From an optimization exercise on the open Yosys and OpenROAD flow, aimed at small area, a short achievable clock period and few clock cycles; shortcuts taken in it are not production practice.
RTL that was checked went through simulation tests only; none was proved equivalent to the original.
Function not checked in runs 2 to 5: the RTL went through the layout flow alone.

===== flow/run.sh =====
#!/bin/bash
# synth_recipe.tcl (not shown) runs the flow's synth.tcl, then flattens the netlist and writes it again
# the make line also repeats each setting of config.mk as NAME=value (left out here)
make -C /OpenROAD-flow-scripts/flow DESIGN_CONFIG=/design/flow/config.mk WORK_HOME=/design/flow/orfs CLKGATE_MAP_FILE= SYNTH_SCRIPT=/design/flow/synth_recipe.tcl finish

===== flow/config.mk =====
export PLATFORM = sky130hd
export DESIGN_NAME = rs_parity_enc
export DESIGN_NICKNAME = rs_parity_enc
export VERILOG_FILES = /design/flow/design.v
export SDC_FILE = /design/flow/constraint.sdc
export NUM_CORES = 4
export LEC_CHECK = 0
export CAP_MARGIN = 5
export CORE_MARGIN = 2
export CORE_UTILIZATION = 40
export CTS_CLUSTER_DIAMETER = 80
export CTS_CLUSTER_SIZE = 30
export SETUP_SLACK_MARGIN = 4.5
export SLEW_MARGIN = 5

===== flow/constraint.sdc =====
create_clock -name core_clock -period 7.0 [get_ports {clk}]
set_input_delay 1.4000 -clock core_clock [delete_from_list [all_inputs] [get_ports {clk}]]
set_output_delay 1.4000 -clock core_clock [all_outputs]
set_load 0.01 [all_outputs]

===== flow/design.v =====
module gf_inv6 (
  input  wire [5:0] x,
  output reg  [7:0] y
);
  always @(*) begin
    case (x)
      6'd1: y = 8'h01;
      6'd2: y = 8'h8E;
      6'd3: y = 8'hF4;
      6'd4: y = 8'h47;
      6'd5: y = 8'hA7;
      6'd6: y = 8'h7A;
      6'd7: y = 8'hBA;
      6'd8: y = 8'hAD;
      6'd9: y = 8'h9D;
      6'd10: y = 8'hDD;
      6'd11: y = 8'h98;
      6'd12: y = 8'h3D;
      6'd13: y = 8'hAA;
      6'd14: y = 8'h5D;
      6'd15: y = 8'h96;
      6'd16: y = 8'hD8;
      6'd17: y = 8'h72;
      6'd18: y = 8'hC0;
      6'd19: y = 8'h58;
      6'd20: y = 8'hE0;
      6'd21: y = 8'h3E;
      6'd22: y = 8'h4C;
      6'd23: y = 8'h66;
      6'd24: y = 8'h90;
      6'd25: y = 8'hDE;
      6'd26: y = 8'h55;
      6'd27: y = 8'h80;
      6'd28: y = 8'hA0;
      6'd29: y = 8'h83;
      6'd30: y = 8'h4B;
      6'd31: y = 8'h2A;
      6'd32: y = 8'h6C;
      6'd33: y = 8'hED;
      6'd34: y = 8'h39;
      6'd35: y = 8'h51;
      6'd36: y = 8'h60;
      6'd37: y = 8'h56;
      6'd38: y = 8'h2C;
      6'd39: y = 8'h8A;
      6'd40: y = 8'h70;
      6'd41: y = 8'hD0;
      6'd42: y = 8'h1F;
      6'd43: y = 8'h4A;
      6'd44: y = 8'h26;
      6'd45: y = 8'h8B;
      6'd46: y = 8'h33;
      6'd47: y = 8'h6E;
      6'd48: y = 8'h48;
      6'd49: y = 8'h89;
      6'd50: y = 8'h6F;
      6'd51: y = 8'h2E;
      6'd52: y = 8'hA4;
      6'd53: y = 8'hC3;
      6'd54: y = 8'h40;
      6'd55: y = 8'h5E;
      6'd56: y = 8'h50;
      6'd57: y = 8'h22;
      6'd58: y = 8'hCF;
      6'd59: y = 8'hA9;
      6'd60: y = 8'hAB;
      6'd61: y = 8'h0C;
      6'd62: y = 8'h15;
      6'd63: y = 8'hE1;
      default: y = 8'h00;
    endcase
  end
endmodule
module gf_xmul (
  input  wire [7:0]  b,
  output wire [63:0] bx
);
  assign bx[7:0] = b;
  genvar n;
  generate
    for (n = 1; n < 8; n = n + 1) begin : g_shift
      assign bx[8*n +: 8] = {bx[8*n-2 -: 7], 1'b0} ^ (bx[8*n-1] ? 8'h1D : 8'h00);
    end
  endgenerate
endmodule
module gf_mul_x (
  input  wire [7:0]  a,
  input  wire [63:0] bx,
  output wire [7:0]  p
);
  assign p = (a[0] ? bx[ 7: 0] : 8'h00) ^ (a[1] ? bx[15: 8] : 8'h00)
           ^ (a[2] ? bx[23:16] : 8'h00) ^ (a[3] ? bx[31:24] : 8'h00)
           ^ (a[4] ? bx[39:32] : 8'h00) ^ (a[5] ? bx[47:40] : 8'h00)
           ^ (a[6] ? bx[55:48] : 8'h00) ^ (a[7] ? bx[63:56] : 8'h00);
endmodule
module rs_parity_enc (
  input  wire        clk,
  input  wire        rst,        
  input  wire [5:0]  cfg_k,      
  input  wire [4:0]  cfg_m,      
  input  wire        in_valid,
  output wire        in_ready,
  input  wire [15:0] in_data,
  output wire        out_valid,
  input  wire        out_ready,
  output wire [15:0] out_data,
  output wire        out_last
);
  localparam LANES = 4;
  localparam SLOTS = 4;
  localparam ROWS  = LANES * SLOTS;
  reg         rdy_q;             
  reg  [4:0]  jn;                
  reg         first_in;          
  wire        take     = in_valid && rdy_q;
  reg  [4:0]  g_km1;             
  reg  [5:0]  g_k;
  reg  [2:0]  g_np;              
  reg  [1:0]  g_npm1;            
  reg  [1:0]  g_ll;              
  reg  [1:0]  g_base;            
  wire        last_in = first_in ? (cfg_k == 6'd1) : (jn == g_km1);
  wire [2:0]  np_cfg  = (cfg_m + 5'd3) >> 2;
  reg         ir_v;
  reg  [15:0] ir_d;
  reg  [4:0]  ir_j;
  reg         ir_first, ir_last;
  reg  [1:0]  ir_p;              
  reg  [5:0]  ir_kp;             
  reg  [5:0]  ir_sel [0:LANES-1];   
  reg  [1:0]  wr_ptr;            
  reg  [2:0]  free;              
  wire        alloc     = ir_first;      
  wire        issue     = ir_v && (g_np != 3'd0) && (!alloc || (free != 3'd0));
  wire        last_pass = (ir_p == g_npm1);
  wire        ir_done   = ir_v && ((g_np == 3'd0) || (issue && last_pass));
  wire [1:0]  op_slot   = alloc ? wr_ptr : g_base + ir_p;
  reg         c_v;
  reg  [15:0] c_d;
  reg  [7:0]  c_coef [0:LANES-1];
  reg  [1:0]  c_slot;
  reg         c_first, c_lastw, c_slast;
  reg  [1:0]  c_ll;
  wire [7:0]  coef [0:LANES-1];
  genvar l;
  generate
    for (l = 0; l < LANES; l = l + 1) begin : g_coef
      gf_inv6 u_inv (.x(ir_sel[l]), .y(coef[l]));
      wire [5:0] k_take = first_in ? cfg_k : g_k;
      wire [5:0] sel_take = (k_take + l) ^ {1'b0, jn};
      wire [5:0] sel_next = (ir_kp + (4 + l)) ^ {1'b0, ir_j};
      always @(posedge clk)
        if (take)
          ir_sel[l] <= sel_take;
        else if (issue)
          ir_sel[l] <= sel_next;
    end
  endgenerate
  reg  [15:0] acc [0:ROWS-1];
  reg  [SLOTS-1:0] s_rdy;            
  reg  [SLOTS-1:0] s_last;           
  reg  [1:0]  s_ll [0:SLOTS-1];      
  wire [63:0] dx_lo, dx_hi;
  gf_xmul u_xlo (.b(c_d[7:0]),  .bx(dx_lo));
  gf_xmul u_xhi (.b(c_d[15:8]), .bx(dx_hi));
  wire [15:0] upd [0:LANES-1];
  generate
    for (l = 0; l < LANES; l = l + 1) begin : g_mac
      wire [15:0] prod;
      gf_mul_x u_lo (.a(c_coef[l]), .bx(dx_lo), .p(prod[7:0]));
      gf_mul_x u_hi (.a(c_coef[l]), .bx(dx_hi), .p(prod[15:8]));
      wire [15:0] old = acc[c_slot * LANES + l];
      assign upd[l] = (c_first ? 16'h0000 : old) ^ prod;
    end
  endgenerate
  reg         ov, ol;
  reg  [15:0] od;
  reg  [1:0]  rd_slot;
  reg  [1:0]  rd_lane;
  wire        out_go   = s_rdy[rd_slot] && (!ov || out_ready);
  wire        rd_end   = (rd_lane == s_ll[rd_slot]);
  wire        freed    = out_go && rd_end;
  assign in_ready  = rdy_q;
  assign out_valid = ov;
  assign out_data  = od;
  assign out_last  = ol;
  wire        alloc_now = issue && alloc;
  reg         rdy_n;
  always @(*) begin
    if (take) begin
      if (first_in)
        rdy_n = (cfg_m == 5'd0) ||
                (np_cfg == 3'd1 && !alloc_now && (free != 3'd0));
      else
        rdy_n = (g_np == 3'd0) || (g_np == 3'd1);
    end else if (ir_v && !ir_done) begin
      if (issue)
        rdy_n = (ir_p + 2'd1 == g_npm1) && (!alloc || (free >= 3'd2));
      else
        rdy_n = last_pass && (free != 3'd0);
    end else begin
      rdy_n = 1'b1;
    end
  end
  integer q;
  always @(posedge clk) begin
    if (take) begin
      ir_d     <= in_data;
      ir_j     <= jn;
      ir_first <= first_in;
      ir_last  <= last_in;
      ir_kp    <= first_in ? cfg_k : g_k;
      if (first_in) begin
        g_k    <= cfg_k;
        g_km1  <= cfg_k[4:0] - 5'd1;
        g_np   <= np_cfg;
        g_npm1 <= np_cfg[1:0] - 2'd1;
        g_ll   <= cfg_m[1:0] - 2'd1;
      end
    end else if (issue) begin
      ir_kp    <= ir_kp + 6'd4;
    end
    c_d     <= ir_d;
    for (q = 0; q < LANES; q = q + 1)
      c_coef[q] <= coef[q];
    c_slot  <= op_slot;
    c_first <= ir_first;
    c_lastw <= ir_last;
    c_slast <= last_pass;
    c_ll    <= last_pass ? g_ll : 2'd3;
    if (issue && alloc && ir_p == 2'd0)
      g_base <= wr_ptr;
    if (c_v) begin
      for (q = 0; q < LANES; q = q + 1)
        acc[c_slot * LANES + q] <= upd[q];
      if (c_lastw) begin
        s_last[c_slot] <= c_slast;
        s_ll[c_slot]   <= c_ll;
      end
    end
    if (out_go) begin
      od <= acc[rd_slot * LANES + rd_lane];
      ol <= s_last[rd_slot] && rd_end;
    end
    if (rst) begin
      rdy_q   <= 1'b1;
      jn      <= 5'd0;
      first_in <= 1'b1;
      ir_v    <= 1'b0;
      ir_p    <= 2'd0;
      c_v     <= 1'b0;
      wr_ptr  <= 2'd0;
      free    <= 3'd4;
      rd_slot <= 2'd0;
      rd_lane <= 2'd0;
      ov      <= 1'b0;
      s_rdy   <= {SLOTS{1'b0}};
    end else begin
      rdy_q <= rdy_n;
      if (take) begin
        jn       <= last_in ? 5'd0 : jn + 5'd1;
        first_in <= last_in;
      end
      ir_v <= take || (ir_v && !ir_done);
      if (take)
        ir_p <= 2'd0;
      else if (issue)
        ir_p <= last_pass ? 2'd0 : ir_p + 2'd1;
      c_v  <= issue;
      if (alloc_now)
        wr_ptr <= wr_ptr + 2'd1;
      free <= free - (alloc_now ? 3'd1 : 3'd0) + (freed ? 3'd1 : 3'd0);
      for (q = 0; q < SLOTS; q = q + 1) begin
        if (c_v && c_lastw && c_slot == q)
          s_rdy[q] <= 1'b1;
        else if (freed && rd_slot == q)
          s_rdy[q] <= 1'b0;
      end
      if (out_go) begin
        ov <= 1'b1;
        if (rd_end) begin
          rd_lane <= 2'd0;
          rd_slot <= rd_slot + 2'd1;
        end else begin
          rd_lane <= rd_lane + 2'd1;
        end
      end else if (out_ready) begin
        ov <= 1'b0;
      end
    end
  end
endmodule

==> impl_results.md, run 1 <==
* Status: finished clean
* Detailed Routing Iterations Pass 1 at 7
* Initial DRC count at about 2300
* Cts bufs inserted at 25
* Fmax at 387 MHz
* Worst-path cell chain: buf_2
* Hold EP: c_d[3]
* Cell Area, Synth at 0.0303 mm²
* Most frequent cells in the layout: nand2_1, xnor2_1, edfxtp_1
* First-pass GRT wire length at 131 mm
* Port Buf Inserts at 49
* Max-cap violations at 0
* Via density at 5.68
* Synth Warn # at 6
* Hold depth at 0
* Post-route clock period utilization at between 30% and 40%
* Initial core utilization at 40.6%
* R2R Path Start: c_slot[1]
* Detailed Route WL at around 86 mm
* Async SR Flop Fraction at 0%
* RSZ-0062 raised after global routing: yes
* Critical path class: reg2out
* Final Cell Area at 0.0338 mm²
* R2R Setup Slk at roughly 4.6 ns
* DR vias at approximately 22000
* CP Launch Type: flop
* Core box area at approximately 0.075 mm²
* Gr usage total at between 20% and 30%
* Syn Area/Cell at between 10 and 15 µm²
* Syn-to-layout area delta at 11.4%
* Most common cell after layout, fill and taps aside: nand2_1
* CTS Hold Bufs at 0
* Cell family contributing the most delay on the critical path: flip-flops
* Worst Setup SP: od[1]
* Cell variety after synth at ~70
* Crit. End Element: output pin
* Worst r2r path cells at 6
* Syn Nets at 2981
* HP Start: ir_d[3]
* Layout Skew at 0.0225 ns
* Placed Instances at 3729
* Routed WL per cell at around 22 µm
* Detail Route Antenna Nets at 0
* Share of cells above drive strength 1 at around 16%
* Global route overflow at 0
* Vias in the first global route at roughly 22000
* Clock Tree Buf Depth at 3
* Final setup TNS at 0 ns
* Antenna cells at 0
* HPWL after DPL at ~54 mm
* Number of setup violations in the final report at 0
* Core Rows at 100
* Fin. Hold Viols at 0
* Worst Hold Class: reg2reg
* Initial antenna violation count at 0
* Clock root buffer: clkbuf_16
* Fin. max-slew vios at 0
* Die Width at about 280 µm
* Clk slew on worst S/H paths at about 0.10 ns
* Residual DRC count at 0
* Die height at approximately 280 µm
* CP bufs+invs at 1
* Min Clock Period, post-route at about 2.6 ns
* Post-synthesis sequential area ratio at about 41%
* Least-Margin Pin Slew at a little over 1 ns
* Die ar. at roughly 0.078 mm²
* Primary FF master, synth: edfxtp_1
* Crit Path Max Fanout at 1
* Worst path max stage delay at 0.43 ns
* GPL Wtd Cong at 0.881
* Post-placement cell area at approximately 0.032 mm²
* Critical path's slowest cell: edfxtp_1
* Worst EP required at 5.60 ns
* Largest net degree at the start of global routing at 65
* Arrival @ worst endpoint at between 1 and 1.5 ns
* EDFF count, synth at ~360
* Final Non-Filler Cells at between 3000 and 4000
* Worst skew pair latency at around 0.60 ns
* End of the worst register-to-register path: acc[9][13]
* Post-synthesis cell count at slightly below 3000
* # IOs at 50
* Clk sink count at 437
* Synth Register Bits at 437
* H-Tree Level Count at 1
* Nets at 2945
* Hold slack final at 0.344 ns
* Worst rel slew slack at 32.6%
* CTS tree: yes
==> metrics by stage <==
stage / utilization (%) / worst slack (ns)
floorplan: - / 3.97
global placement: 42.3 / 3.15
detailed placement: 42.3 / 3.15
CTS: 44.4 / 4.36
global route: 45.2 / 4.37
finish: 45.2 / 4.42
==> layer usage <==
metal / wire, µm / global-route usage, % / part of all wire (%) / vias up
met5: 0 / 0 / 0 / -
met4: 3450 / 7.65 / 4.0 / 0
met3: 5670 / 2.48 / 6.6 / 186
met2: 41800 / 37.2 / 49 / 866
met1: 35200 / 28.4 / 41 / 10800
li1: - / - / - / 9955
==> timing repair <==
item / 4_1_cts / 5_1_grt
cloned: 2 / 2
pin swaps: 10 / 9
gates resized for setup: 153 / 68
buffers inserted: 37 / 20
endpoints found under the setup margin: 533 / 231
==> sequential cells by signal, summed over array words and instances, names as in the netlist, 5 cells and up, named ones only <==
name	cells
acc	256
c_coef	32
ir_sel	22
c_d	16
ir_d	16
od	16
s_ll	8
g_k	6
g_km1	5
ir_j	5
ir_kp	5
jn	5
==> cells by family (layout without fill, tap and decap cells) <==
| logic type | Yosys count | after routing | synth area share, % |
|---|---|---|---|
| simple gates | 859 | 860 | 12.5 |
| xor+xnor | 616 | 617 | 18.6 |
| flops | 437 | 437 | 40.6 |
| compound gates | 391 | 391 | 8.05 |
| buf+inv | 313 | 293 | 4.33 |
| mux | 201 | 201 | 13.2 |
| fa+ha+maj | 67 | 67 | 2.78 |
==> cell usage after synthesis (all sizes together) (16+ instances only) <==
master | count | area [µm²]
nand3 | 28 | 140
mux2i | 31 | 310
nor2b | 43 | 269
mux4 | 157 | 3540
clkbuf | 140 | 526
nand2b | 87 | 544
nor3 | 22 | 110
o211ai | 36 | 270
xnor2 | 477 | 4220
o221ai | 16 | 140
inv | 78 | 293
nor2 | 98 | 368
buf | 94 | 490
xor2 | 130 | 1200
ha | 65 | 813
a21oi | 123 | 616
nand2 | 529 | 1990
edfxtp | 355 | 10700
dfxtp | 82 | 1640
o21ai | 104 | 521
==> worst max-delay path by stage <==
stage	end	slack, ns	cells after the start
global placement	free[2]	3.15	11
finish	out_data[1]	4.42	1
detailed placement	free[2]	3.15	11
floorplan	free[2]	3.97	11
global route	out_data[8]	4.37	1
CTS	out_data[8]	4.36	1
==> final cells by class <==
class	instances	area [µm²]
Tap cell	969	1210
Timing Repair Buffer	169	1660
Fill cell	6788	40900
Inverter	79	315
Multi-Input combinational cell	2136	17300
Clock buffer	28	647
Clock inverter	17	263
Sequential cell	437	12300
Testbench counts, summed over its fixed seeds: cycles 87,735.
==> run 2: changes to the inputs <==
--- a/flow/design.v
+++ b/flow/design.v
@@ -111,49 +111,47 @@
   localparam ROWS  = LANES * SLOTS;
   reg         rdy_q;             
   reg  [4:0]  jn;                
-  reg         first_in;          
   wire        take     = in_valid && rdy_q;
+  wire        first_in = (jn == 5'd0);
   reg  [4:0]  g_km1;             
   reg  [5:0]  g_k;
   reg  [2:0]  g_np;              
-  reg  [1:0]  g_npm1;            
   reg  [1:0]  g_ll;              
   reg  [1:0]  g_base;            
   wire        last_in = first_in ? (cfg_k == 6'd1) : (jn == g_km1);
   wire [2:0]  np_cfg  = (cfg_m + 5'd3) >> 2;
-  reg         ir_v;
-  reg  [15:0] ir_d;
-  reg  [4:0]  ir_j;
-  reg         ir_first, ir_last;
-  reg  [1:0]  ir_p;              
-  reg  [5:0]  ir_kp;             
-  reg  [5:0]  ir_sel [0:LANES-1];   
+  wire [2:0]  np_in   = first_in ? np_cfg : g_np;
+  wire [1:0]  ll_in   = first_in ? cfg_m[1:0] - 2'd1 : g_ll;
+  reg  [2:0]  rem;               
+  reg  [1:0]  w_p;               
+  reg  [4:0]  w_j;
+  reg  [5:0]  w_kp;              
+  reg         w_first, w_last;
   reg  [1:0]  wr_ptr;            
   reg  [2:0]  free;              
-  wire        alloc     = ir_first;      
-  wire        issue     = ir_v && (g_np != 3'd0) && (!alloc || (free != 3'd0));
-  wire        last_pass = (ir_p == g_npm1);
-  wire        ir_done   = ir_v && ((g_np == 3'd0) || (issue && last_pass));
-  wire [1:0]  op_slot   = alloc ? wr_ptr : g_base + ir_p;
+  wire        cont      = (rem != 3'd0);
+  wire        cont_go   = cont && (!w_first || (free != 3'd0));
+  wire        take_go   = take && (np_in != 3'd0);
+  wire        issue     = cont ? cont_go : take_go;
+  wire        op_first  = cont ? w_first : first_in;
+  wire        op_lastw  = cont ? w_last  : last_in;
+  wire        op_slast  = cont ? (rem == 3'd1) : (np_in == 3'd1);
+  wire        alloc_now = issue && op_first;
+  wire [1:0]  op_slot   = op_first ? wr_ptr : (g_base + (cont ? w_p : 2'd0));
   reg         c_v;
   reg  [15:0] c_d;
   reg  [7:0]  c_coef [0:LANES-1];
   reg  [1:0]  c_slot;
   reg         c_first, c_lastw, c_slast;
   reg  [1:0]  c_ll;
+  wire [5:0]  k_in = first_in ? cfg_k : g_k;
   wire [7:0]  coef [0:LANES-1];
   genvar l;
   generate
     for (l = 0; l < LANES; l = l + 1) begin : g_coef
-      gf_inv6 u_inv (.x(ir_sel[l]), .y(coef[l]));
-      wire [5:0] k_take = first_in ? cfg_k : g_k;
-      wire [5:0] sel_take = (k_take + l) ^ {1'b0, jn};
-      wire [5:0] sel_next = (ir_kp + (4 + l)) ^ {1'b0, ir_j};
-      always @(posedge clk)
-        if (take)
-          ir_sel[l] <= sel_take;
-        else if (issue)
-          ir_sel[l] <= sel_next;
+      wire [5:0] sel_in   = (k_in + l) ^ {1'b0, jn};     
+      wire [5:0] sel_cont = (w_kp + l) ^ {1'b0, w_j};    
+      gf_inv6 u_inv (.x(cont ? sel_cont : sel_in), .y(coef[l]));
     end
   endgenerate
   reg  [15:0] acc [0:ROWS-1];
@@ -184,51 +182,40 @@
   assign out_valid = ov;
   assign out_data  = od;
   assign out_last  = ol;
-  wire        alloc_now = issue && alloc;
-  reg         rdy_n;
-  always @(*) begin
-    if (take) begin
-      if (first_in)
-        rdy_n = (cfg_m == 5'd0) ||
-                (np_cfg == 3'd1 && !alloc_now && (free != 3'd0));
-      else
-        rdy_n = (g_np == 3'd0) || (g_np == 3'd1);
-    end else if (ir_v && !ir_done) begin
-      if (issue)
-        rdy_n = (ir_p + 2'd1 == g_npm1) && (!alloc || (free >= 3'd2));
-      else
-        rdy_n = last_pass && (free != 3'd0);
-    end else begin
-      rdy_n = 1'b1;
-    end
-  end
+  wire [2:0]  rem_n   = take ? ((np_in == 3'd0) ? 3'd0 : np_in - 3'd1)
+                             : (cont_go ? rem - 3'd1 : rem);
+  wire        first_n = take ? last_in : first_in;
+  wire        rdy_n   = (rem_n == 3'd0) &&
+                        (!first_n || (free > (alloc_now ? 3'd1 : 3'd0)));
   integer q;
   always @(posedge clk) begin
     if (take) begin
-      ir_d     <= in_data;
-      ir_j     <= jn;
-      ir_first <= first_in;
-      ir_last  <= last_in;
-      ir_kp    <= first_in ? cfg_k : g_k;
+      w_j     <= jn;
+      w_kp    <= k_in + 6'd4;
+      w_first <= first_in;
+      w_last  <= last_in;
+      w_p     <= 2'd1;
+      c_d     <= in_data;
       if (first_in) begin
-        g_k    <= cfg_k;
-        g_km1  <= cfg_k[4:0] - 5'd1;
-        g_np   <= np_cfg;
-        g_npm1 <= np_cfg[1:0] - 2'd1;
-        g_ll   <= cfg_m[1:0] - 2'd1;
-      end
-    end else if (issue) begin
-      ir_kp    <= ir_kp + 6'd4;
-    end
-    c_d     <= ir_d;
-    for (q = 0; q < LANES; q = q + 1)
-      c_coef[q] <= coef[q];
-    c_slot  <= op_slot;
-    c_first <= ir_first;
-    c_lastw <= ir_last;
-    c_slast <= last_pass;
-    c_ll    <= last_pass ? g_ll : 2'd3;
-    if (issue && alloc && ir_p == 2'd0)
+        g_k   <= cfg_k;
+        g_km1 <= cfg_k[4:0] - 5'd1;
+        g_np  <= np_cfg;
+        g_ll  <= cfg_m[1:0] - 2'd1;
+      end
+    end else if (cont_go) begin
+      w_kp    <= w_kp + 6'd4;
+      w_p     <= w_p + 2'd1;
+    end
+    if (issue) begin
+      for (q = 0; q < LANES; q = q + 1)
+        c_coef[q] <= coef[q];
+      c_slot  <= op_slot;
+      c_first <= op_first;
+      c_lastw <= op_lastw;
+      c_slast <= op_slast;
+      c_ll    <= op_slast ? (cont ? g_ll : ll_in) : 2'd3;
+    end
+    if (take_go && first_in)
       g_base <= wr_ptr;
     if (c_v) begin
       for (q = 0; q < LANES; q = q + 1)
@@ -245,9 +232,7 @@
     if (rst) begin
       rdy_q   <= 1'b1;
       jn      <= 5'd0;
-      first_in <= 1'b1;
-      ir_v    <= 1'b0;
-      ir_p    <= 2'd0;
+      rem     <= 3'd0;
       c_v     <= 1'b0;
       wr_ptr  <= 2'd0;
       free    <= 3'd4;
@@ -257,15 +242,9 @@
       s_rdy   <= {SLOTS{1'b0}};
     end else begin
       rdy_q <= rdy_n;
-      if (take) begin
-        jn       <= last_in ? 5'd0 : jn + 5'd1;
-        first_in <= last_in;
-      end
-      ir_v <= take || (ir_v && !ir_done);
       if (take)
-        ir_p <= 2'd0;
-      else if (issue)
-        ir_p <= last_pass ? 2'd0 : ir_p + 2'd1;
+        jn <= last_in ? 5'd0 : jn + 5'd1;
+      rem  <= rem_n;
       c_v  <= issue;
       if (alloc_now)
         wr_ptr <= wr_ptr + 2'd1;
==> flow/config.mk (replaced) <==
export PLATFORM = sky130hd
export DESIGN_NAME = rs_parity_enc
export DESIGN_NICKNAME = rs_parity_enc
export VERILOG_FILES = /design/flow/design.v
export SDC_FILE = /design/flow/constraint.sdc
export NUM_CORES = 4
export LEC_CHECK = 0
export CAP_MARGIN = 20
export CORE_MARGIN = 2
export CORE_UTILIZATION = 40
export SETUP_SLACK_MARGIN = 4.4
export SLEW_MARGIN = 20
==> run 2 against run 1 <==
Still clean on timing, DRC and antenna. Area after synthesis is 1.5% lower. Worst setup slack got worse by 1.1 ns. Sequential cell count down 38. Maximum frequency shrank 31%. Synthesized cell count grew 1.9%. Routed wire length rose by 23%. Sequential share of layout area down 7.5 points. Via count grew 16%. First-iteration DRC count grew 48%. Clock-buffer cell count increased by 29. Global-route usage rose by 3.9 points. Critical endpoint is now c_coef[3][7].
==> impl_results.md, run 2 <==
* Crit. End Element: flop
* Routed WL per cell at 25.1 µm
* Post-synthesis cell count at a little under 3000
* Gr usage total at roughly 26%
* Initial core utilization at between 40% and 50%
* R2R Setup Slk at 3.27 ns
* RSZ-0062 raised after global routing: yes
* Critical path's slowest cell: or4b_4
* Residual DRC count at 0
* Worst r2r path cells at 15
* Share of cells above drive strength 1 at between 30% and 40%
* Clock root buffer: clkbuf_16
* Largest net degree at the start of global routing at between 60 and 70
* H-Tree Level Count at 2
* Placed Instances at 3771
* Most common cell after layout, fill and taps aside: nand2_1
* Async SR Flop Fraction at 0%
* Register area at roughly 0.012 mm²
* Primary FF master, synth: edfxtp_1
* GPL Wtd Cong at between 0.8 and 0.9
* Arrival @ worst endpoint at approximately 4.1 ns
* Cell Area, Synth at 0.0299 mm²
* Syn Nets at between 3000 and 4000
* Syn Area/Cell at roughly 10 µm²
* Cts bufs inserted at 47
* Via density at between 6 and 7
* Top cells by count, synth: nand2_1, xnor2_1, edfxtp_1
* R2R Path Start: jn[0]
* Synth Register Bits at about 400
* Worst EP required at approximately 7.3 ns
* Core Rows at 100
* HP Start: s_rdy[1]
* Detailed Route WL at between 100 and 150 mm
* Detailed Routing Iterations Pass 1 at 6
* First-pass GRT wire length at between 150 and 200 mm
* Post-route clock period utilization at between 50% and 60%
* Crit path top cell by count: ha_4
* Clk slew on worst S/H paths at ~0.06 ns
* Cell with the most instances after synthesis: nand2_1
* Worst path max stage delay at around 0.54 ns
* Worst-path cell chain: inv_4 -> ha_4 -> or4b_4 -> inv_12 -> mux2i_4 -> inv_2 -> ha_4 -> and2_1 -> a31oi_1 -> and2_2 -> clkinv_8 -> or3_4 -> a21oi_2 -> nor4_2 -> o32a_1
* Status: finished clean
* Fin. max-slew vios at 0
* End of the worst register-to-register path: c_coef[3][7]
* Vias in the first global route at 24600
* Final Non-Filler Cells at around 4200
* Largest registers: acc: 256 flops, c_coef: 32 flops
* Post-synthesis sequential area ratio at approximately two fifths
* Global route overflow at 0
* Worst skew pair latency at just over 0.6 ns
* Max reg flops at 256
* Max-cap violations at 0
* Initial antenna violation count at 0
* Syn-to-layout area delta at 34.9%
* Worst rel slew slack at 7.41%
* Post-synth top area cell: edfxtp_1
* Core box area at about 0.074 mm²
* Ranking of synthesized cells by area: edfxtp_1, xnor2_1, mux4_2
* Fill count at around 6000
* Final setup TNS at 0 ns
* Detail Route Antenna Nets at 0
* Initial DRC count at approximately 3300
* CTS tree: yes
* DR vias at ~25000
* Clk sink count at between 300 and 400
* Worst Hold Class: reg2reg
* Layout Skew at slightly below 0.03 ns
* Min Clock Period, post-route at between 3 and 4 ns
* Most flop-heavy register: acc
* Fin. Hold Viols at 0
* Port Buf Inserts at 49
* # IOs at 50
* Fmax at approximately 270 MHz
* EDFF count, synth at 369
* Hold depth at 2
* Die Width at about 280 µm
* Crit Path Max Fanout at 23
* Cell variety after synth at just under 90
* Die ar. at slightly below 0.08 mm²
* Critical path class: reg2reg
* Synth Warn # at 4
* CP Launch Type: flop
* Least-Margin Pin Slew at around 1.4 ns
* Post-synth top area share at a little under two fifths
* Most frequent cells in the layout: nand2_1, edfxtp_1, xnor2_1
* Die height at between 200 and 300 µm
* Number of setup violations in the final report at 0
* Nets at between 3000 and 4000
* HPWL after DPL at about 59 mm
* Clock Tree Buf Depth at 3
* Hold EP: s_rdy[1]
* Area taken by multi-input logic gates at 0.0208 mm²
[run 2: kinds of logic (layout without fill, tap and decap cells)]
group	Yosys count	in the layout	share of synthesized area, %
XOR/XNOR	603	603	17.8
flip-flops	399	399	39.1
buffers and inverters	289	569	3.99
adder cells (fa/ha/maj)	69	69	2.92
AND/OR/NAND/NOR	976	979	14.2
AO/OA/AOI/OAI	417	421	9.38
other	0	1	0
multiplexers	185	185	12.6
[run 2: worst max-delay path: cells and delay by family, from the launching register on]
family                   cells  cell delay, ns
AND/OR/NAND/NOR              5            1.48
AO/OA/AOI/OAI                3            0.65
buffers and inverters        4            0.40
flip-flops                   1            0.35
adder cells (fa/ha/maj)      2            0.30
multiplexers                 1            0.27
[run 2: routing by layer]
| metal | vias to the layer above | GRT usage (%) | wire length [µm] |
|---|---|---|---|
| met4 | 0 | 11.6 | 6540 |
| met1 | 12500 | 32.8 | 40100 |
| met2 | 1528 | 42.7 | 49600 |
| met5 | - | 0 | 0 |
| li1 | 10800 | - | - |
| met3 | 433 | 3.97 | 9260 |
[run 2: final cells by class]
class / instances / share of cell area [%]
multi-input combinational: 2257 / 51.6
sequential: 399 / 29.1
timing repair buffer: 424 / 11.3
clock buffer: 57 / 3.22
tap: 969 / 3.01
inverter: 52 / 0.926
clock inverter: 28 / 0.628
timing repair inverter: 8 / 0.183
antenna: 1 / 0.00621
[run 2: repair_timing]
action,in CTS,in global routing
gates cloned,24,8
gates resized for setup,508,373
setup endpoints to repair,606,377
hold buffers,0,0
pin swaps,104,180
endpoints found under the hold margin,0,0
setup buffers,193,112
[run 2: worst max-delay path by stage]
| stage | startpoint | endpoint | slack (ns) |
|---|---|---|---|
| 6_report | jn[0] | c_coef[3][7] | 3.27 |
| 4_1_cts | jn[0] | c_coef[3][5] | 3.39 |
| 2_1_floorplan | cfg_k[0] | c_coef[3][5] | 3.21 |
| 3_3_place_gp | cfg_k[0] | c_coef[3][7] | 1.91 |
| 3_5_place_dp | cfg_k[3] | c_coef[1][4] | 1.88 |
| 5_1_grt | jn[0] | c_coef[3][7] | 3.13 |
[run 2: metrics by stage]
step	hold WS, ns	util (%)	cell area [µm²]	setup slack, ns
floorplan	0.427	-	30700	3.21
global placement	0.467	42.5	31500	1.91
detailed placement	0.465	42.5	31500	1.88
CTS	0.480	50.1	37200	3.39
global route	0.505	54.3	40300	3.13
finish	0.488	54.3	40300	3.27
==> run 3: changes to the inputs <==
--- a/flow/config.mk
+++ b/flow/config.mk
@@ -5,6 +5,7 @@
 export SDC_FILE = /design/flow/constraint.sdc
 export NUM_CORES = 4
 export LEC_CHECK = 0
+export ABC_CLOCK_PERIOD_IN_PS = 3500
 export CAP_MARGIN = 20
 export CORE_MARGIN = 2
 export CORE_UTILIZATION = 40
==> run 3 against run 2 <==
First-iteration DRC count stayed put. Largest cell class unchanged. Final area is the same. Critical path depth did not move. Still clean. Core utilization unchanged. Clock skew stayed put. Sequential share of layout area did not move. Sequential cell count unchanged. Synthesized cell count did not move. Highest routed layer unchanged. Clock-buffer cell count stayed put. Routed wire length is the same.
==> impl_results.md, run 3 <==
* Fmax at 268 MHz
* R2R Setup Slk at around 3.3 ns
* Worst-path cell chain: inv_4 -> ha_4 -> or4b_4 -> inv_12 -> mux2i_4 -> inv_2 -> ha_4 -> and2_1 -> a31oi_1 -> and2_2 -> clkinv_8 -> or3_4 -> a21oi_2 -> nor4_2 -> o32a_1
* Crit path to: c_coef[3][7]
* Post-synthesis adder-cell area fraction at under 10%
* Post-placement cell area at about 0.032 mm²
* Cell variety after synth at between 80 and 90
* Critical path class: reg2reg
* Core Rows at 100
* Fin. Hold Viols at 0
* Largest net degree at the start of global routing at 65
* Die height at approximately 280 µm
* Initial antenna violation count at 0
* Detailed Routing Iterations Pass 1 at 6
* HPWL after DPL at just under 60 mm
* Largest family of logic cells by synthesized area: XOR/XNOR gates
* Most flop-heavy register: acc
* Clk sink count at 399
* Synth Area in Compound Gates at 9.38%
* Ranking of synthesized cells by area: edfxtp_1, xnor2_1, mux4_2
* Worst EP required at about 7.3 ns
* WP depth at 15
* Routed WL per cell at roughly 25 µm
* Synth Area in XOR/XNOR at ~18%
* Initial core utilization at between 40% and 50%
* Post-synth top area cell: edfxtp_1
* Critical path's slowest cell: or4b_4
* End of the worst register-to-register path: c_coef[3][7]
* Port Buf Inserts at between 40 and 50
* Die ar. at ~0.077 mm²
* Share of cells above drive strength 1 at a little under two fifths
* Final setup TNS at 0 ns
* Synth Warn # at 4
* Post-synth top area share at a little under two fifths
* CP bufs+invs at 4
* CP Launch Type: flop
* Number of setup violations in the final report at 0
* Fin. max-slew vios at 0
* Core box area at about 0.074 mm²
* Cell Area, Synth at 0.0299 mm²
* Cts bufs inserted at 47
* Detail Route Antenna Nets at 0
* Worst Setup SP: jn[0]
* CTS tree: yes
* Syn Area/Cell at 10.2 µm²
* Post-Synth Simple-Gate Area at between 10% and 20%
* Residual DRC count at 0
* Die Width at 277 µm
* Worst r2r path cells at 15
* Worst skew pair latency at 0.61 ns
* RSZ-0062 raised after global routing: yes
* Syn-to-layout area delta at 34.9%
* Arrival @ worst endpoint at 4.07 ns
* Worst rel slew slack at 7.41%
* GPL Wtd Cong at roughly 0.9
* Primary FF master, synth: edfxtp_1
* R2R Path Start: jn[0]
* H-Tree Level Count at 2
* Worst path max stage delay at about 0.54 ns
* Via density at 6.03
* Post-synthesis sequential area ratio at about two fifths
* Max reg flops at roughly 260
* Most frequent cells in the layout: nand2_1, edfxtp_1, xnor2_1
* Crit Path Max Fanout at 23
* Nets at ~3300
* Mux cell area share after synthesis at between 10 and 15%
* Detailed Route WL at between 100 and 150 mm
* Most common cell after layout, fill and taps aside: nand2_1
* Clock root buffer: clkbuf_16
* Top cells by count, synth: nand2_1, xnor2_1, edfxtp_1
* DR vias at roughly 25000
* Layout Skew at 0.0291 ns
* Async SR Flop Fraction at 0%
* Clock Tree Buf Depth at 3
* Fill count at between 5000 and 6000
* Worst Hold Class: reg2reg
* EDFF count, synth at roughly 370
* Largest registers: acc: 256 flops, c_coef: 32 flops
* Final Cell Area at between 0.04 and 0.05 mm²
* Max-cap violations at 0
* First-pass GRT wire length at 151 mm
* Post-synthesis cell count at between 2000 and 3000
* Register area at ~0.012 mm²
* Global route overflow at 0
* Crit path top cell by count: ha_4
* Least-Margin Pin Slew at approximately 1.4 ns
* Area taken by multi-input logic gates at around 0.021 mm²
* Cell with the most instances after synthesis: nand2_1
* Vias in the first global route at roughly 25000
* Crit. End Element: flop
* Syn Nets at ~3000
* Gr usage total at roughly a quarter
* CTS Hold Bufs at 0
* Initial DRC count at 3347
* Post-route clock period utilization at a little over half
* Min Clock Period, post-route at between 3 and 4 ns
* Clk slew on worst S/H paths at 0.06 ns
* # IOs at 50
* Synth Register Bits at ~400
* Cell family contributing the most delay on the critical path: simple AND/OR/NAND/NOR gates
* Status: finished clean
## run 3: cell counts after synthesis
Identical to the previous run, type by type.
## run 3: layout make-up
cell class              count  share of cell area [%]
clock inverters            28                   0.628
clock buffers              57                    3.22
repair inverters            8                   0.183
diodes                      1                 0.00621
flip-flops and latches    399                    29.1
repair buffers            424                    11.3
multi-input cells        2257                    51.6
inverters                  52                   0.926
well taps                 969                    3.01
## run 3: how the worst min path moves through the flow
stage          startpoint         end  slack, ns  cells past startpoint
2_1_floorplan       jn[1]      w_j[1]       0.43                      0
3_3_place_gp   rd_lane[1]  rd_lane[1]       0.47                      2
3_5_place_dp    wr_ptr[1]   g_base[1]       0.46                      0
4_1_cts         wr_ptr[1]   g_base[1]       0.48                      0
5_1_grt         wr_ptr[1]   g_base[1]       0.50                      0
6_report         s_rdy[1]    s_rdy[1]       0.49                      2
## run 3: through the flow
stage / util, % / hold slack (ns) / worst slack, ns / instances
6_report: 54.3 / 0.488 / 3.27 / 4195
5_1_grt: 54.3 / 0.505 / 3.13 / 4194
4_1_cts: 50.1 / 0.480 / 3.39 / 4073
3_5_place_dp: 42.5 / 0.465 / 1.88 / 3771
3_3_place_gp: 42.5 / 0.467 / 1.91 / 3771
2_1_floorplan: - / 0.427 / 3.21 / 2938
## run 3: tightest hold or removal path, cell delays in order, from the launching register on
cell     delay (ns)
dfxtp_1        0.33
a21oi_1        0.06
nor2_1         0.07
## run 3: cell families (layout without fill, tap and decap cells)
kind of cell | count (synthesis) | in the layout
fa+ha+maj | 69 | 69
simple gates | 976 | 979
xor+xnor | 603 | 603
compound gates | 417 | 421
other cells | 0 | 1
flops | 399 | 399
mux | 185 | 185
buf+inv | 289 | 569
## run 3: layer usage
metal / track usage (%) / vias up / part of all wire (%)
li1: - / 10800 / -
met1: 32.8 / 12500 / 38
met2: 42.7 / 1528 / 47
met3: 3.97 / 433 / 8.8
met4: 11.6 / 0 / 6.2
met5: 0 / - / 0
## run 3: timing repair
action,CTS,global route
pin swaps,104,180
resized for setup,508,373
endpoints found under the setup margin,606,377
cloned,24,8
setup buffers,193,112
==> run 4: changes to the inputs <==
--- a/flow/design.v
+++ b/flow/design.v
@@ -111,8 +111,8 @@
   localparam ROWS  = LANES * SLOTS;
   reg         rdy_q;             
   reg  [4:0]  jn;                
+  reg         first_in;          
   wire        take     = in_valid && rdy_q;
-  wire        first_in = (jn == 5'd0);
   reg  [4:0]  g_km1;             
   reg  [5:0]  g_k;
   reg  [2:0]  g_np;              
@@ -123,13 +123,13 @@
   wire [2:0]  np_in   = first_in ? np_cfg : g_np;
   wire [1:0]  ll_in   = first_in ? cfg_m[1:0] - 2'd1 : g_ll;
   reg  [2:0]  rem;               
+  reg         cont;              
   reg  [1:0]  w_p;               
   reg  [4:0]  w_j;
   reg  [5:0]  w_kp;              
   reg         w_first, w_last;
   reg  [1:0]  wr_ptr;            
   reg  [2:0]  free;              
-  wire        cont      = (rem != 3'd0);
   wire        cont_go   = cont && (!w_first || (free != 3'd0));
   wire        take_go   = take && (np_in != 3'd0);
   wire        issue     = cont ? cont_go : take_go;
@@ -144,14 +144,15 @@
   reg  [1:0]  c_slot;
   reg         c_first, c_lastw, c_slast;
   reg  [1:0]  c_ll;
-  wire [5:0]  k_in = first_in ? cfg_k : g_k;
+  wire [5:0]  k_in  = first_in ? cfg_k : g_k;
+  wire [5:0]  op_kp = cont ? w_kp : k_in;    
+  wire [4:0]  op_j  = cont ? w_j  : jn;
   wire [7:0]  coef [0:LANES-1];
   genvar l;
   generate
     for (l = 0; l < LANES; l = l + 1) begin : g_coef
-      wire [5:0] sel_in   = (k_in + l) ^ {1'b0, jn};     
-      wire [5:0] sel_cont = (w_kp + l) ^ {1'b0, w_j};    
-      gf_inv6 u_inv (.x(cont ? sel_cont : sel_in), .y(coef[l]));
+      wire [5:0] sel = (op_kp + l) ^ {1'b0, op_j};    
+      gf_inv6 u_inv (.x(sel), .y(coef[l]));
     end
   endgenerate
   reg  [15:0] acc [0:ROWS-1];
@@ -206,15 +207,13 @@
       w_kp    <= w_kp + 6'd4;
       w_p     <= w_p + 2'd1;
     end
-    if (issue) begin
-      for (q = 0; q < LANES; q = q + 1)
-        c_coef[q] <= coef[q];
-      c_slot  <= op_slot;
-      c_first <= op_first;
-      c_lastw <= op_lastw;
-      c_slast <= op_slast;
-      c_ll    <= op_slast ? (cont ? g_ll : ll_in) : 2'd3;
-    end
+    for (q = 0; q < LANES; q = q + 1)
+      c_coef[q] <= coef[q];
+    c_slot  <= op_slot;
+    c_first <= op_first;
+    c_lastw <= op_lastw;
+    c_slast <= op_slast;
+    c_ll    <= op_slast ? (cont ? g_ll : ll_in) : 2'd3;
     if (take_go && first_in)
       g_base <= wr_ptr;
     if (c_v) begin
@@ -233,6 +232,8 @@
       rdy_q   <= 1'b1;
       jn      <= 5'd0;
       rem     <= 3'd0;
+      cont    <= 1'b0;
+      first_in <= 1'b1;
       c_v     <= 1'b0;
       wr_ptr  <= 2'd0;
       free    <= 3'd4;
@@ -242,9 +243,12 @@
       s_rdy   <= {SLOTS{1'b0}};
     end else begin
       rdy_q <= rdy_n;
-      if (take)
-        jn <= last_in ? 5'd0 : jn + 5'd1;
+      if (take) begin
+        jn       <= last_in ? 5'd0 : jn + 5'd1;
+        first_in <= last_in;
+      end
       rem  <= rem_n;
+      cont <= (rem_n != 3'd0);
       c_v  <= issue;
       if (alloc_now)
         wr_ptr <= wr_ptr + 2'd1;
--- a/flow/config.mk
+++ b/flow/config.mk
@@ -5,7 +5,7 @@
 export SDC_FILE = /design/flow/constraint.sdc
 export NUM_CORES = 4
 export LEC_CHECK = 0
-export ABC_CLOCK_PERIOD_IN_PS = 3500
+export ABC_AREA = 1
 export CAP_MARGIN = 20
 export CORE_MARGIN = 2
 export CORE_UTILIZATION = 40
==> run 4 against run 3 <==
Critical path type is now in2reg. Global-route usage rose by 1.7 points. Non-clock buffer count down 109. Via count up 27%. Worst setup slack better by 0.43 ns. Highest routed layer is now met5. Clock-buffer cell count is 1 higher.
==> impl_results.md, run 4 <==
* Status: finished clean
* Placed Instances at 5477
* CP Launch Type: input port
* RSZ-0062 raised after global routing: yes
* Syn-to-layout area delta at 24.1%
* Core Rows at just over 100
* GPL Wtd Cong at 0.929
* HPWL after DPL at approximately 72 mm
* Most frequent cells in the layout: nand2_1, nor2_1, inv_1
* Initial DRC count at about 3500
* Most common cell after layout, fill and taps aside: nand2_1
* Worst rel slew slack at between 30 and 40%
* Fill count at between 7000 and 8000
* Cell variety after synth at 49
* Post-synth top area cell: edfxtp_1
* Global route overflow at 0
* # IOs at 50
* Ranking of synthesized cells by area: edfxtp_1, nand2_1, nand3_1
* Worst skew pair latency at roughly 0.59 ns
* Top cells by count, synth: nand2_1, nor2_1, nand3_1
* Async SR Flop Fraction at 0%
* Max reg flops at approximately 260
* Most flop-heavy register: acc
* Detailed Routing Iterations Pass 1 at 9
* Worst Hold Class: reg2reg
* Critical path's slowest cell: or2_4
* Residual DRC count at 0
* Layout Skew at 0.0213 ns
* Routed WL per cell at ~20 µm
* Post-route setup slack at around 3.7 ns
* Fin. Hold Viols at 0
* Clk slew on worst S/H paths at roughly 0.060 ns
* Least-Margin Pin Slew at a little over 0.9 ns
* Min Clock Period, post-route at 3.30 ns
* Fmax at slightly above 300 MHz
* Die ar. at 0.0818 mm²
* DR vias at roughly 32000
* Final Non-Filler Cells at roughly 5800
* Worst EP required at ~7.5 ns
* Synth Register Bits at 399
* Crit Path Max Fanout at 3
* Critical path class: in2reg
* Syn Nets at 4663
* Syn Area/Cell at approximately 7.0 µm²
* Nets at 4820
* Antenna cells at 0
* Port Buf Inserts at slightly below 50
* Die Width at between 200 and 300 µm
* Largest net degree at the start of global routing at ~110
* Max-cap violations at 0
* Clock root buffer: clkbuf_16
* Fin. max-slew vios at 0
* Detail Route Antenna Nets at 0
* Core box area at ~0.079 mm²
* Initial core utilization at between 40% and 50%
* Primary FF master, synth: edfxtp_1
* Cts bufs inserted at 45
* Post-synthesis sequential area ratio at 35.5%
* Register area at approximately 0.011 mm²
* H-Tree Level Count at 2
* Area taken by multi-input logic gates at between 0.02 and 0.025 mm²
* Crit. End Element: flop
* Gr usage total at between 20% and 30%
* Pre-CTS setup slack at ~2.4 ns
* Initial antenna violation count at 2
* Clock Tree Buf Depth at 3
* First-pass GRT wire length at around 170 mm
* Post-placement cell area at 0.0333 mm²
* Post-route clock period utilization at a little under half
* Final Cell Area at a little under 0.04 mm²
* Die height at roughly 290 µm
* Post-synth top area share at between 30% and 40%
* Via density at 5.51
* Post-synthesis cell count at 4569
* Worst path max stage delay at about 0.25 ns
* Vias in the first global route at between 20000 and 30000
* Arrival @ worst endpoint at around 3.8 ns
* Clk sink count at between 300 and 400
* Hold depth at 0
* Largest registers: acc: 256 flops, c_coef: 32 flops
* Crit path top cell by count: buf_4
* Final setup TNS at 0 ns
* Share of cells above drive strength 1 at a little under a fifth
* Worst-path cell chain: buf_12 -> inv_12 -> ha_4 -> nor2_4 -> xnor2_2 -> o21ai_2 -> inv_1 -> ha_2 -> or2_4 -> o21ai_4 -> nand2_2 -> buf_4 -> buf_4 -> buf_4 -> buf_4 -> nand2_1 -> nand3_1 -> a21oi_2 -> nor2_1
* Synth Warn # at 4
* Number of setup violations in the final report at 0
* Detailed Route WL at 118 mm
* Worst r2r path cells at 15
* EDFF count, synth at 330
* Cell with the most instances after synthesis: nand2_1
* Cell Area, Synth at around 0.032 mm²
* CTS tree: yes
==> run 4: changes by cell type in the layout (fill, tap and decap cells not counted), sizes merged, moves of 39 or more <==
cell,delta
nand2,+872
nor2,+389
nand3,+360
inv,+348
xnor2,-312
o21ai,+246
mux4,-151
a21oi,+104
buf,-104
nand2b,-82
xor2,+57
dfxtp,+39
edfxtp,-39
==> run 4: final timing paths <==
path,start,to,slack (ns)
setup / recovery,cfg_m[1],rdy_q,3.70
hold / removal,jn[4],w_j[4],0.43
setup reg to reg,first_in,rdy_q,4.11
hold reg to reg,jn[4],w_j[4],0.43
==> run 4: what timing repair did <==
item / 4_1_cts / 5_1_grt
setup buffers: 144 / 80
gates cloned: 17 / 11
resized for setup: 432 / 252
hold buffers: 0 / 0
endpoints found under the setup margin: 593 / 392
pin swaps: 95 / 117
hold endpoints to repair: 0 / 0
==> run 4: cells by family (layout without fill, tap and decap cells) <==
| group | count (synthesis) | in the layout | share of synthesized area (%) |
|---|---|---|---|
| DFF | 399 | 399 | 35.5 |
| AOI/OAI and AO/OA | 649 | 649 | 11.2 |
| buffers and inverters | 649 | 824 | 8.44 |
| adders and majority gates | 63 | 63 | 2.50 |
| xor gates and xnor gates | 352 | 354 | 10.5 |
| and+or+nand+nor | 2457 | 2473 | 31.9 |
==> run 4: area by class of cell <==
| type | count | share of cell area [%] |
|---|---|---|
| clock inverters | 25 | 0.618 |
| well taps | 1050 | 3.33 |
| flip-flops and latches | 399 | 28.7 |
| multi-input cells | 3539 | 51.6 |
| repair buffers | 315 | 7.84 |
| clock buffers | 58 | 3.21 |
| inverters | 422 | 4.57 |
| repair inverters | 4 | 0.114 |
==> run 4: per-layer routing <==
| metal | track usage, % | vias up | share of wire, % |
|---|---|---|---|
| li1 | - | 15200 | - |
| met1 | 37.9 | 14900 | 42 |
| met2 | 42.8 | 1593 | 44 |
| met3 | 4.37 | 353 | 9.2 |
| met4 | 9.78 | 2 | 4.3 |
| met5 | 0 | - | 0.0093 |
==> run 4: worst max-delay path, delay by kind of cell <==
kind	cells	cell delay [ns]
AO/OA/AOI/OAI	3	0.56
buffers and inverters	7	0.74
XOR/XNOR	1	0.12
AND/OR/NAND/NOR	6	0.62
adder cells (fa/ha/maj)	2	0.32
==> run 4: through the flow <==
stage | utilization, % | hold WS, ns
2_1_floorplan | - | 0.408
3_3_place_gp | 42.2 | 0.417
3_5_place_dp | 42.2 | 0.423
4_1_cts | 47.7 | 0.436
5_1_grt | 50.1 | 0.438
6_report | 50.1 | 0.431
==> run 5: changes to the inputs <==
--- a/flow/config.mk
+++ b/flow/config.mk
@@ -5,7 +5,6 @@
 export SDC_FILE = /design/flow/constraint.sdc
 export NUM_CORES = 4
 export LEC_CHECK = 0
-export ABC_AREA = 1
 export CAP_MARGIN = 20
 export CORE_MARGIN = 2
 export CORE_UTILIZATION = 40
==> run 5 against run 4 <==
First-iteration DRC count shrank 35%. Register-to-register slack lost 0.55 ns. Final cell count shrank 32%. Via count shrank 28%. Non-clock buffer count shrank 11. Maximum frequency shrank 7.1%. Synthesized cell count shrank 39%.
==> impl_results.md, run 5 <==
* Status: finished clean
* Number of setup violations in the final report at 0
* CP Launch Type: input port
* Die ar. at 0.0752 mm²
* Met1 Use GR at approximately a third
* Worst rel slew slack at a little over a quarter
* RSZ-0062 raised after global routing: yes
* Cell variety after synth at 87
* Post-route clock period utilization at 50.7%
* Worst-path cell chain: buf_8 -> mux2_4 -> mux2i_4 -> inv_4 -> buf_4 -> buf_4 -> buf_6 -> xnor3_4 -> o21ai_1 -> a21oi_1 -> or3_1 -> a32oi_1
* Fmax at roughly 280 MHz
* Via density at roughly 5.9
* Most Crowded Layer GR: met2
* DR vias at 23100
* Die height at roughly 270 µm
* Post-synth top area cell: edfxtp_1
* Antenna cells at 0
* Crit Path Max Fanout at 6
* HPWL after DPL at between 50 and 60 mm
* H-Tree Level Count at 2
* Crit path top cell by count: buf_4
* Most common cell after layout, fill and taps aside: nand2_1
* Initial DRC count at 2310
* Hold slack final at approximately 0.48 ns
* Post-synth top area share at about a third
* Fin. Hold Viols at 0
* Clk slew on worst S/H paths at about 0.06 ns
* Detailed Route WL at a little over 90 mm
* Met2 Usage GRT at ~40%
* Clk sink count at between 300 and 400
* Core box area at 0.0726 mm²
* Synth Warn # at 4
* Pre-CTS setup slack at roughly 1.7 ns
* First-pass GRT wire length at ~140 mm
* Layout Skew at about 0.023 ns
* Ranking of synthesized cells by area: edfxtp_1, xnor2_1, mux4_2
* Syn Nets at 2903
* Core Rows at 99
* Crit. End Element: flop
* Arrival @ worst endpoint at 4.06 ns
* Worst skew pair latency at around 0.6 ns
* Synth Register Bits at roughly 400
* Worst EP required at approximately 7.5 ns
* Initial antenna violation count at 0
* Async SR Flop Fraction at 0%
* Met3 Resource Use GR at roughly 3.5%
* Cell Area, Synth at 0.0292 mm²
* GPL Wtd Cong at about 0.89
* # IOs at 50
* Detailed Routing Iterations Pass 1 at 6
* Post-route setup slack at about 3.5 ns
* Most frequent cells in the layout: nand2_1, xnor2_1, edfxtp_1
* Top cells by count, synth: nand2_1, xnor2_1, edfxtp_1
* Post-synthesis cell count at 2809
* Worst Hold Class: reg2reg
* Fin. max-slew vios at 0
* Detail Route Antenna Nets at 0
* Cts bufs inserted at between 40 and 50
* Worst path max stage delay at roughly 0.56 ns
* EDFF count, synth at 330
* Max reg flops at between 200 and 300
* Primary FF master, synth: edfxtp_1
* Clock root buffer: clkbuf_16
* Share of cells above drive strength 1 at roughly 28%
* Most flop-heavy register: acc
* Max-cap violations at 0
* Residual DRC count at 0
* Final setup TNS at 0 ns
* Syn Area/Cell at roughly 10 µm²
* Largest net degree at the start of global routing at 67
* Routed WL per cell at 23.6 µm
* Nets at a little over 3000
* Clock Tree Buf Depth at 3
* Min Clock Period, post-route at ~3.5 ns
* Cell with the most instances after synthesis: nand2_1
* Gr usage total at 23.9%
* Syn-to-layout area delta at 24.5%
* Least-Margin Pin Slew at 1.10 ns
* Global route overflow at 0
* Vias in the first global route at around 23000
* Initial core utilization at 40.3%
* Die Width at ~270 µm
* Critical path's slowest cell: xnor3_4
* Port Buf Inserts at between 40 and 50
* CTS tree: yes
* Critical path class: in2reg
* Fill count at between 6000 and 7000
* Largest registers: acc: 256 flops, c_coef: 32 flops
* Post-synthesis sequential area ratio at between 30% and 40%
* CTS Hold Bufs at 0
==> run 5: changes by cell type after synthesis, moves of 49 or more <==
| cell | change |
|---|---|
| nand2_1 | -886 |
| nor2_1 | -409 |
| nand3_1 | -356 |
| inv_1 | -339 |
| xnor2_1 | +310 |
| o21ai_0 | -261 |
| mux4_2 | +158 |
| a21oi_1 | -113 |
| xor2_1 | -70 |
| nand2b_1 | +49 |
==> run 5: routing by layer <==
layer / wire length, µm / up-vias
met3: 7360 / 280
met4: 3720 / 0
met1: 37300 / 11400
li1: - / 10200
met5: 0 / -
met2: 44800 / 1181
==> run 5: cell families (layout without fill, tap and decap cells) <==
group                      count (synthesis)  count (layout)  share of synthesized area (%)
xor gates and xnor gates                 590             593                           18.4
DFF                                      399             399                           38.6
adders and majority gates                 63              63                           2.72
buffers and inverters                    292             454                           4.08
AOI/OAI and AO/OA                        392             393                           9.08
and+or+nand+nor                          865             870                           13.0
muxes                                    208             208                           14.1
==> run 5: layout make-up <==
cell class / count / area [µm²] / share of cell area (%)
Inverter: 61 / 292 / 0.801
Clock buffer: 54 / 1240 / 3.42
Timing Repair inverter: 1 / 8.76 / 0.0241
Timing Repair Buffer: 304 / 3090 / 8.49
Clock inverter: 34 / 363 / 0.998
Multi-Input combinational cell: 2127 / 18900 / 51.8
Tap cell: 959 / 1200 / 3.30
Sequential cell: 399 / 11300 / 31.1
==> run 5: metrics by stage <==
step / instances / utilization (%) / cell area [µm²]
floorplan: 2809 / - / 29700
global placement: 3649 / 42.4 / 30800
detailed placement: 3649 / 42.4 / 30800
CTS: 3877 / 48.2 / 35000
global route: 3939 / 50.1 / 36400
finish: 3939 / 50.1 / 36400
==> run 5: worst max-delay path, delay by kind of cell <==
family | cells | cell delay (ns)
buf+inv | 5 | 0.58
mux | 2 | 0.49
simple gates | 1 | 0.33
xor+xnor | 1 | 0.56
compound gates | 3 | 0.70
==> run 5: repair_timing <==
| item | CTS | global route |
|---|---|---|
| resized for setup | 372 | 159 |
| cloned | 9 | 7 |
| setup buffers | 131 | 55 |
| pin swaps | 61 | 70 |
| setup endpoints to repair | 551 | 234 |
==> run 5: worst paths after layout <==
path	startpoint	endpoint	slack [ns]	depth (start not counted)
setup / recovery	cfg_k[2]	c_coef[1][3]	3.45	12
hold / removal	s_rdy[2]	s_rdy[2]	0.48	2
setup reg to reg	first_in	c_coef[1][3]	3.56	12
hold reg to reg	s_rdy[2]	s_rdy[2]	0.48	2

-- separate check: timing with driven ports --
The results above use ideal ports. As a check the final layouts listed here were re-extracted and re-timed, cells and wires unchanged.
Step 1 (the two cells are an assumption about what drives the block):
set clk [get_ports {clk}]
set_driving_cell -lib_cell sky130_fd_sc_hd__clkbuf_16 $clk
set_driving_cell -lib_cell sky130_fd_sc_hd__buf_2 [delete_from_list [all_inputs] $clk]
Step 2 adds t to the input delays and takes it off the output delays; t is the mean of the earliest and latest rising clock arrival at the registers after step 1. Input paths then give back, and output paths get back, about the clock's delay inside the block.
a / b / c = no drivers / after step 1 / after step 2; a / b = the first two.
run | shift t [ns] | setup WS [ns] | worst hold slack (ns) | worst data-port slew with drivers (ns)
run 1 | 0.651 | 4.419 / 4.353 / 3.901 | 0.344 / 0.344 / 0.344 | 0.06
run 2 | 0.665 | 3.273 / 3.273 / 2.777 | 0.488 / 0.488 / 0.488 | 0.10
run 3 | 0.665 | 3.273 / 3.273 / 2.777 | 0.488 / 0.488 / 0.488 | 0.10
run 4 | 0.649 | 3.703 / 3.722 / 3.073 | 0.431 / 0.431 / 0.431 | 0.06
run 5 | 0.652 | 3.453 / 3.479 / 2.827 | 0.484 / 0.484 / 0.484 | 0.06
After both steps every run listed still meets setup and hold. The setup slack of run 4, which loses most, moves by +0.019 ns with the drivers and by -0.630 ns with both steps.
